This is an optimization exercise on Yosys and OpenROAD, whose aim is small area, not a production implementation.
The RTL was checked by simulation tests, not by an equivalence proof against the original design.
Power figures rest on the tool's default switching activity, not on a simulated workload.

==> ember <==
==> flow/design.v <==
module pwm_chan (
    input  wire        clk,
    input  wire        rst,
    input  wire        cfg_we,
    input  wire        per_we,
    input  wire        cmp_we,
    input  wire [15:0] wd0,        
    input  wire [15:0] wdp,        
    input  wire        en,         
    input  wire        en_start,   
    input  wire        hold,       
    output reg  [8:0]  cfg_buf,    
    output reg  [15:0] per_buf,
    output reg  [15:0] cmp_buf,
    output reg  [15:0] cmp_act,
    output wire        pol_act,
    output wire        ref_o,      
    output wire        upd_o       
);
    localparam [15:0] PER_RST = 16'd19999;
    reg        align_act;
    reg        umode_act;
    reg        pol_r;
    reg [3:0]  psc_eff;
    reg [15:0] per_eff;
    reg [11:0] psc_cnt;
    reg [15:0] cnt;
    reg        down;
    assign pol_act = pol_r;
    wire        per_small = (per_buf[15:1] == 15'd0);
    wire        per_full  = (&per_buf) && !cfg_buf[0];
    wire [15:0] per_ld    = {per_buf[15:2], per_buf[1] | per_small, per_buf[0] & !per_small & !per_full};
    wire        psc_big   = cfg_buf[8] & cfg_buf[7] & (cfg_buf[6] | cfg_buf[5]);    
    wire [3:0]  psc_ld    = psc_big ? 4'd12 : cfg_buf[8:5];
    reg [11:0] psc_hi;    
    reg [11:0] psc_inc;
    reg        pc;
    integer i;
    always @(*) begin
        pc = 1'b1;
        for (i = 0; i < 12; i = i + 1) begin
            psc_hi[i]  = (psc_eff <= i);
            psc_inc[i] = psc_cnt[i] ^ pc;
            pc = pc & psc_cnt[i];
        end
    end
    wire tick = en && (&(psc_cnt | psc_hi));
    wire        cdn = align_act && down;
    reg  [15:0] cnt_step;
    reg         cs;
    integer b;
    always @(*) begin
        cs = 1'b1;
        for (b = 0; b < 16; b = b + 1) begin
            cnt_step[b] = cnt[b] ^ cs;
            cs = cs & (cnt[b] ^ cdn);
        end
    end
    wire [16:0] dpx = {1'b0, per_eff} - {1'b0, cnt};
    wire [15:0] dp  = dpx[15:0];
    wire        dc  = !dpx[16];
    wire dp_neg  = !dc;                        
    wire dp_le1  = dp_neg || (dp[15:1] == 15'd0);
    wire top_e   = dp_le1 && (dp_neg || !dp[0]);    
    wire top_c   = dp_le1 && !cs;                   
    wire mid_e  = ((per_eff[0] ? cnt : cnt_step) == {1'b0, per_eff[15:1]});    
    wire low_c  = (cnt[15:1] == 15'd0);
    wire wrap   = align_act ? (down && low_c) : top_e;
    wire mid    = align_act ? (!down && top_c) : (!top_e && mid_e);
    wire [15:0] cnt_nx  = wrap ? 16'd0 : cnt_step;
    wire        down_nx = align_act && (down ? !low_c : top_c);
    wire ref_e = (cnt < cmp_act);
    wire ref_c = dp_neg || ({cmp_act, !down} > {dp, 1'b0});    
    assign ref_o = en && (align_act ? ref_c : ref_e);
    wire upd = en_start || (tick && (wrap || (umode_act && mid)));
    assign upd_o = upd;
    always @(posedge clk) begin
        if (rst) begin
            align_act <= 1'b0;
            umode_act <= 1'b0;
            pol_r     <= 1'b0;
            psc_eff   <= 4'd0;
            per_eff   <= PER_RST;
            cmp_act   <= 16'd0;
        end else begin
            if (upd && !hold) begin
                align_act <= cfg_buf[0];
                umode_act <= cfg_buf[1];
                pol_r     <= cfg_buf[2];
                psc_eff   <= psc_ld;
                per_eff   <= per_ld;
                cmp_act   <= cmp_buf;
            end
        end
        if (cfg_we) cfg_buf <= {wd0[8:5], 2'b00, wd0[2:0]};
        if (per_we) per_buf <= wdp;
        if (cmp_we) cmp_buf <= wd0;
        if (en_start || !en) begin
            psc_cnt <= 12'd0;
            cnt     <= 16'd0;
            down    <= 1'b0;
        end else if (tick) begin
            psc_cnt <= 12'd0;
            cnt     <= cnt_nx;
            down    <= down_nx;
        end else begin
            psc_cnt <= psc_inc;
        end
    end
endmodule
module pwm_top (
    input  wire        clk,
    input  wire        rst,
    input  wire        wr_en,
    input  wire [8:0]  addr,
    input  wire [31:0] wdata,
    output reg  [31:0] rdata,
    input  wire [5:0]  trip,
    output reg  [11:0] pwm
);
    localparam [9:0]  DEAD_RST = 10'd200;
    localparam [15:0] PER_RST  = 16'd19999;
    function [9:0] inc10;                 
        input [9:0] a;
        integer i;
        reg c;
        begin
            c = 1'b1;
            for (i = 0; i < 10; i = i + 1) begin
                inc10[i] = a[i] ^ c;
                c = c & a[i];
            end
        end
    endfunction
    reg  [11:0] out_en;
    reg         upd_hold;
    reg  [5:0]  trip_q;
    wire glob_we = wr_en && (addr[8:2] == 7'h10);           
    wire [16:0] wd0 = wdata[16:0] & {17{!rst}};
    wire [15:0] wdp = rst ? PER_RST : wdata[15:0];
    wire [9:0]  wdd = rst ? DEAD_RST : wdata[9:0];
    wire [11:0] en_start = glob_we ? (wdata[11:0] & ~out_en) : 12'd0;
    wire [8:0]  cfg_buf [0:11];
    wire [15:0] per_buf [0:11];
    wire [15:0] cmp_buf [0:11];
    wire [15:0] cmp_act [0:11];
    wire [11:0] pol_act;
    wire [11:0] ref_w;
    wire [11:0] upd_w;
    genvar n;
    generate
        for (n = 0; n < 12; n = n + 1) begin : ch
            wire sel = wr_en && addr[8] && (addr[7:4] == n[3:0]);
            wire [1:0] a = addr[3:2];
            pwm_chan u_chan (
                .clk      (clk),
                .rst      (rst),
                .cfg_we   ((sel && a == 2'd0) || rst),
                .per_we   ((sel && a == 2'd1) || rst),
                .cmp_we   ((sel && a == 2'd2) || rst),
                .wd0      (wd0[15:0]),
                .wdp      (wdp),
                .en       (out_en[n]),
                .en_start (en_start[n]),
                .hold     (upd_hold),
                .cfg_buf  (cfg_buf[n]),
                .per_buf  (per_buf[n]),
                .cmp_buf  (cmp_buf[n]),
                .cmp_act  (cmp_act[n]),
                .pol_act  (pol_act[n]),
                .ref_o    (ref_w[n]),
                .upd_o    (upd_w[n])
            );
        end
    endgenerate
    reg  [9:0] dead_buf [0:5];
    reg  [9:0] dead_act [0:5];
    reg  [5:0] pair_buf;
    reg  [5:0] pair_act;
    reg  [9:0] run      [0:5];    
    reg  [5:0] run_lvl;           
    reg  [11:0] act;
    reg [5:0] dead_ok, dead_zero;
    integer k;
    always @(*) begin
        for (k = 0; k < 6; k = k + 1) begin
            dead_ok[k]   = (run[k] >= dead_act[k]);
            dead_zero[k] = (dead_act[k] == 10'd0);
        end
        for (k = 0; k < 6; k = k + 1) begin
            if (pair_act[k]) begin
                act[2*k]   =  ref_w[2*k] && (run_lvl[k]  ? dead_ok[k] : dead_zero[k]);
                act[2*k+1] = !ref_w[2*k] && (!run_lvl[k] ? dead_ok[k] : dead_zero[k]);
            end else begin
                act[2*k]   = ref_w[2*k];
                act[2*k+1] = ref_w[2*k+1];
            end
        end
    end
    reg [11:0] pwm_nx;
    integer m;
    always @(*) begin
        for (m = 0; m < 12; m = m + 1) begin
            if (trip[m/2] || !out_en[m])
                pwm_nx[m] = pol_act[m];
            else
                pwm_nx[m] = act[m] ^ pol_act[m];
        end
    end
    integer j;
    always @(posedge clk) begin
        if (glob_we || rst) begin
            out_en   <= wd0[11:0];
            upd_hold <= wd0[16];
        end
        for (j = 0; j < 6; j = j + 1)
            if ((wr_en && addr[8:5] == 4'h4 && addr[4:2] == j[2:0]) || rst) begin    
                dead_buf[j] <= wdd;
                pair_buf[j] <= wd0[16];
            end
        if (rst) begin
            trip_q   <= 6'd0;
            pair_act <= 6'd0;
            run_lvl  <= 6'd0;
            pwm      <= 12'd0;
            for (j = 0; j < 6; j = j + 1) begin
                dead_act[j] <= DEAD_RST;
                run[j]      <= 10'd0;
            end
        end else begin
            trip_q <= trip;
            pwm    <= pwm_nx;
            for (j = 0; j < 6; j = j + 1) begin
                if (upd_w[2*j] && !upd_hold) begin
                    dead_act[j] <= dead_buf[j];
                    pair_act[j] <= pair_buf[j];
                end
                run_lvl[j] <= ref_w[2*j];
                if (ref_w[2*j] != run_lvl[j]) run[j] <= 10'd1;
                else if (run[j] != 10'h3FF)   run[j] <= inc10(run[j]);
            end
        end
    end
    reg [8:0]  cfg_s;
    reg [15:0] per_s, cmp_s, act_s;
    reg [1:0]  lvl_s;
    reg [9:0]  dead_s;
    reg        pair_s;
    reg [31:0] rd_nx;
    integer r;
    always @(*) begin
        cfg_s  = 9'd0;
        per_s  = 16'd0;
        cmp_s  = 16'd0;
        act_s  = 16'd0;
        lvl_s  = 2'd0;
        dead_s = 10'd0;
        pair_s = 1'b0;
        for (r = 0; r < 12; r = r + 1)
            if (addr[7:4] == r[3:0]) begin
                cfg_s = cfg_s | cfg_buf[r];
                per_s = per_s | per_buf[r];
                cmp_s = cmp_s | cmp_buf[r];
                act_s = act_s | cmp_act[r];
                lvl_s = lvl_s | {trip_q[r/2], pwm[r]};
            end
        for (r = 0; r < 6; r = r + 1)
            if (addr[4:2] == r[2:0]) begin
                dead_s = dead_s | dead_buf[r];
                pair_s = pair_s | pair_buf[r];
            end
        rd_nx = 32'd0;
        if (addr[8]) begin
            case (addr[3:2])
                2'd0: rd_nx = {23'd0, cfg_s};
                2'd1: rd_nx = {16'd0, per_s};
                2'd2: rd_nx = {16'd0, cmp_s};
                2'd3: rd_nx = {act_s, 14'd0, lvl_s};
            endcase
        end else if (addr[7:2] == 6'h10)
            rd_nx = {15'd0, upd_hold, 4'd0, out_en};
        else if (addr[7:5] == 3'h4)
            rd_nx = {15'd0, pair_s, 6'd0, dead_s};
    end
    always @(posedge clk) begin
        if (rst) rdata <= 32'd0;
        else     rdata <= rd_nx;
    end
endmodule
==> flow/flow/run.sh <==
#!/bin/bash
# Standard ORFS layout, with one change to synthesis: a delay-constrained, area-recovering
# ABC script (flow/abc.script) and Brent-Kung arithmetic instead of the Kogge-Stone adder map
# and full/half-adder cell extraction. Every later step is the standard flow.
set -euo pipefail
here=$(pwd)
rm -rf "$here/scripts_own"
cp -r "$FLOW_HOME/scripts" "$here/scripts_own"
cp "$here/flow/abc.script" "$here/scripts_own/abc_speed.script"
export SCRIPTS_DIR="$here/scripts_own"
bash standard.sh ADDER_MAP_FILE= SYNTH_OPERATIONS_ARGS=-noshare finish > "$here/make_finish.log" 2>&1
==> flow/flow/abc.script <==
strash
&get -n
&fraig -x
&put
scorr
dc2
strash
&get -n
&dch -f
&nf -D 4000
&put
==> flow/standard.sh <==
#!/bin/bash
# synth_recipe.tcl (not shown) runs the flow's synth.tcl, then flattens the netlist and writes it again
# the make line also repeats each setting of config.mk as NAME=value (left out here)
make -C /OpenROAD-flow-scripts/flow DESIGN_CONFIG=/design/flow/config.mk WORK_HOME=/design/flow/orfs CLKGATE_MAP_FILE= SYNTH_SCRIPT=/design/flow/synth_recipe.tcl "${@:-finish}"
==> flow/config.mk <==
export PLATFORM = sky130hd
export DESIGN_NAME = pwm_top
export DESIGN_NICKNAME = pwm_top
export VERILOG_FILES = /design/flow/design.v
export SDC_FILE = /design/flow/constraint.sdc
export NUM_CORES = 4
export LEC_CHECK = 0
export CAP_MARGIN = 20
export CORE_MARGIN = 2
export CORE_UTILIZATION = 55
export CTS_CLUSTER_DIAMETER = 150
export CTS_CLUSTER_SIZE = 20
export PLACE_DENSITY = 0.7
export SETUP_SLACK_MARGIN = 0.3
export SLEW_MARGIN = 20
==> flow/constraint.sdc <==
create_clock -name core_clock -period 6.0 [get_ports {clk}]
set_input_delay 1.2000 -clock core_clock [delete_from_list [all_inputs] [get_ports {clk}]]
set_output_delay 1.2000 -clock core_clock [all_outputs]
set_load 0.01 [all_outputs]
==> quartz (differences from ember) <==
--- a/flow/design.v
+++ b/flow/design.v
@@ -1,6 +1,6 @@
 module pwm_chan (
     input  wire        clk,
-    input  wire        rst,
+    input  wire        rst_q,      
     input  wire        cfg_we,
     input  wire        per_we,
     input  wire        cmp_we,
@@ -24,7 +24,8 @@
     reg [3:0]  psc_eff;
     reg [15:0] per_eff;
     reg [11:0] psc_cnt;
-    reg [15:0] cnt;
+    reg [15:0] ncnt;    
+    wire [15:0] cnt = ~ncnt;
     reg        down;
     assign pol_act = pol_r;
     wire        per_small = (per_buf[15:1] == 15'd0);
@@ -56,52 +57,40 @@
             cs = cs & (cnt[b] ^ cdn);
         end
     end
-    wire [16:0] dpx = {1'b0, per_eff} - {1'b0, cnt};
-    wire [15:0] dp  = dpx[15:0];
-    wire        dc  = !dpx[16];
-    wire dp_neg  = !dc;                        
-    wire dp_le1  = dp_neg || (dp[15:1] == 15'd0);
-    wire top_e   = dp_le1 && (dp_neg || !dp[0]);    
-    wire top_c   = dp_le1 && !cs;                   
-    wire mid_e  = ((per_eff[0] ? cnt : cnt_step) == {1'b0, per_eff[15:1]});    
+    wire [16:0] dx     = {1'b0, per_eff} + {1'b1, ncnt} + {16'd0, cdn};
+    wire        dx_neg = dx[16];
+    wire top_e  = dx_neg;                                    
+    wire top_c  = (dx_neg || (dx[15:0] == 16'd0)) && !cs;    
+    wire mid_e  = (dx[15:0] == {1'b0, per_eff[15:1]});      
     wire low_c  = (cnt[15:1] == 15'd0);
     wire wrap   = align_act ? (down && low_c) : top_e;
     wire mid    = align_act ? (!down && top_c) : (!top_e && mid_e);
-    wire [15:0] cnt_nx  = wrap ? 16'd0 : cnt_step;
+    wire [15:0] ncnt_nx = wrap ? 16'hFFFF : ~cnt_step;
     wire        down_nx = align_act && (down ? !low_c : top_c);
-    wire ref_e = (cnt < cmp_act);
-    wire ref_c = dp_neg || ({cmp_act, !down} > {dp, 1'b0});    
-    assign ref_o = en && (align_act ? ref_c : ref_e);
+    wire [15:0] rop = align_act ? dx[15:0] : cnt;
+    wire rcmp = (cmp_act > rop);
+    assign ref_o = en && ((align_act && dx_neg) || rcmp);
     wire upd = en_start || (tick && (wrap || (umode_act && mid)));
     assign upd_o = upd;
     always @(posedge clk) begin
-        if (rst) begin
-            align_act <= 1'b0;
-            umode_act <= 1'b0;
-            pol_r     <= 1'b0;
-            psc_eff   <= 4'd0;
-            per_eff   <= PER_RST;
-            cmp_act   <= 16'd0;
-        end else begin
-            if (upd && !hold) begin
-                align_act <= cfg_buf[0];
-                umode_act <= cfg_buf[1];
-                pol_r     <= cfg_buf[2];
-                psc_eff   <= psc_ld;
-                per_eff   <= per_ld;
-                cmp_act   <= cmp_buf;
-            end
+        if ((upd && !hold) || rst_q) begin
+            align_act <= cfg_buf[0];
+            umode_act <= cfg_buf[1];
+            pol_r     <= cfg_buf[2];
+            psc_eff   <= psc_ld;
+            per_eff   <= per_ld;
+            cmp_act   <= cmp_buf;
         end
         if (cfg_we) cfg_buf <= {wd0[8:5], 2'b00, wd0[2:0]};
         if (per_we) per_buf <= wdp;
         if (cmp_we) cmp_buf <= wd0;
         if (en_start || !en) begin
             psc_cnt <= 12'd0;
-            cnt     <= 16'd0;
+            ncnt    <= 16'hFFFF;
             down    <= 1'b0;
         end else if (tick) begin
             psc_cnt <= 12'd0;
-            cnt     <= cnt_nx;
+            ncnt    <= ncnt_nx;
             down    <= down_nx;
         end else begin
             psc_cnt <= psc_inc;
@@ -135,6 +124,7 @@
     reg  [11:0] out_en;
     reg         upd_hold;
     reg  [5:0]  trip_q;
+    reg         rst_q;
     wire glob_we = wr_en && (addr[8:2] == 7'h10);           
     wire [16:0] wd0 = wdata[16:0] & {17{!rst}};
     wire [15:0] wdp = rst ? PER_RST : wdata[15:0];
@@ -154,7 +144,7 @@
             wire [1:0] a = addr[3:2];
             pwm_chan u_chan (
                 .clk      (clk),
-                .rst      (rst),
+                .rst_q    (rst_q),
                 .cfg_we   ((sel && a == 2'd0) || rst),
                 .per_we   ((sel && a == 2'd1) || rst),
                 .cmp_we   ((sel && a == 2'd2) || rst),
@@ -218,27 +208,17 @@
                 dead_buf[j] <= wdd;
                 pair_buf[j] <= wd0[16];
             end
-        if (rst) begin
-            trip_q   <= 6'd0;
-            pair_act <= 6'd0;
-            run_lvl  <= 6'd0;
-            pwm      <= 12'd0;
-            for (j = 0; j < 6; j = j + 1) begin
-                dead_act[j] <= DEAD_RST;
-                run[j]      <= 10'd0;
-            end
-        end else begin
-            trip_q <= trip;
-            pwm    <= pwm_nx;
-            for (j = 0; j < 6; j = j + 1) begin
-                if (upd_w[2*j] && !upd_hold) begin
-                    dead_act[j] <= dead_buf[j];
-                    pair_act[j] <= pair_buf[j];
-                end
-                run_lvl[j] <= ref_w[2*j];
-                if (ref_w[2*j] != run_lvl[j]) run[j] <= 10'd1;
-                else if (run[j] != 10'h3FF)   run[j] <= inc10(run[j]);
-            end
+        rst_q  <= rst;
+        trip_q <= trip;
+        pwm    <= pwm_nx & {12{!(rst || rst_q)}};
+        for (j = 0; j < 6; j = j + 1) begin
+            if ((upd_w[2*j] && !upd_hold) || rst_q) begin
+                dead_act[j] <= dead_buf[j];
+                pair_act[j] <= pair_buf[j];
+            end
+            run_lvl[j] <= ref_w[2*j];
+            if ((ref_w[2*j] != run_lvl[j]) || rst_q) run[j] <= 10'd1;
+            else if (run[j] != 10'h3FF)               run[j] <= inc10(run[j]);
         end
     end
     reg [8:0]  cfg_s;
@@ -275,7 +255,7 @@
                 2'd0: rd_nx = {23'd0, cfg_s};
                 2'd1: rd_nx = {16'd0, per_s};
                 2'd2: rd_nx = {16'd0, cmp_s};
-                2'd3: rd_nx = {act_s, 14'd0, lvl_s};
+                2'd3: rd_nx = {act_s & {16{!rst_q}}, 14'd0, lvl_s[1] & !rst_q, lvl_s[0]};
             endcase
         end else if (addr[7:2] == 6'h10)
             rd_nx = {15'd0, upd_hold, 4'd0, out_en};
CORE_UTILIZATION = 60   (was 55)
PLACE_DENSITY = 0.75   (was 0.7)
SETUP_SLACK_MARGIN = 0.2   (was 0.3)
==> qor summary <==
metric                                                                                          ember                              quartz
Total of fill cells in the finished design                                                      12030                                9038
Time the worst path needs with I/O delays and setup                                           5558 ps                             5900 ps
Detail-routed via count per cell                                                                6.733                               7.030
Maximum single-stage delay on the critical path                                                420 ps                              440 ps
Capture endpoint of the worst hold path                           ch[9].u_chan.umode_act$_SDFFE_PP0P_  ch[10].u_chan.cmp_act[5]$_DFFE_PP_
Library cell with the highest instance count after synthesis                                  dfxtp_1                            edfxtp_1
Run status                                                                             finished clean                      finished clean
Int Pwr                                                                                      14.84 mW                            16.07 mW
Detailed-placement wirelength estimate                                                      245800 µm                           207400 µm
Critical Path Sink                                               ch[7].u_chan.psc_eff[0]$_SDFFE_PP0P_   ch[3].u_chan.per_eff[8]$_DFFE_PP_
Proportion of synthesized chip area in sequential cells                                        46.44%                              56.42%
Part of the total power dissipated in the clock network                                         31.5%                               28.9%
Switching part of the total power                                                              28.97%                              28.89%
Count of standard-cell rows                                                                       138                                 128
Layout non-clock buf frac                                                                      3.941%                              4.853%
Number of different library cells in the post-synthesis netlist                                    72                                  69
P_comb                                                                                        2.19 mW                             2.90 mW
Post-synthesis sequential element count                                                          1545                                1546

## static timing again, ports no longer ideal
Ports are ideal in the flow. The routed layouts listed here were re-timed in OpenROAD.
Step 1 assumes that a clkbuf_16 drives the clock port and a buf_2 every other input.
Step 2 times the ports against the registers' clock, not the clock port: input delays grow and output delays shrink by t, the midpoint of the rising clock arrivals with the driver on.
a / b / c = ideal ports / drivers / drivers and shift; a / b = the first two.
run	t (ns)	setup WS [ns]	hold slack, ns	worst setup path after step 2	latest minus earliest clock arrival (ns)
ember	0.840	0.442 / 0.442 / 0.438	0.472 / 0.472 / 0.472	input to register	0.060 / 0.060
quartz	0.849	0.100 / 0.100 / 0.100	0.444 / 0.444 / 0.444	register to register	0.045 / 0.045
After both steps every run listed still meets setup and hold. For ember, which loses most, drivers alone change the setup slack by 0.000 ns; drivers and shift together by -0.004 ns.
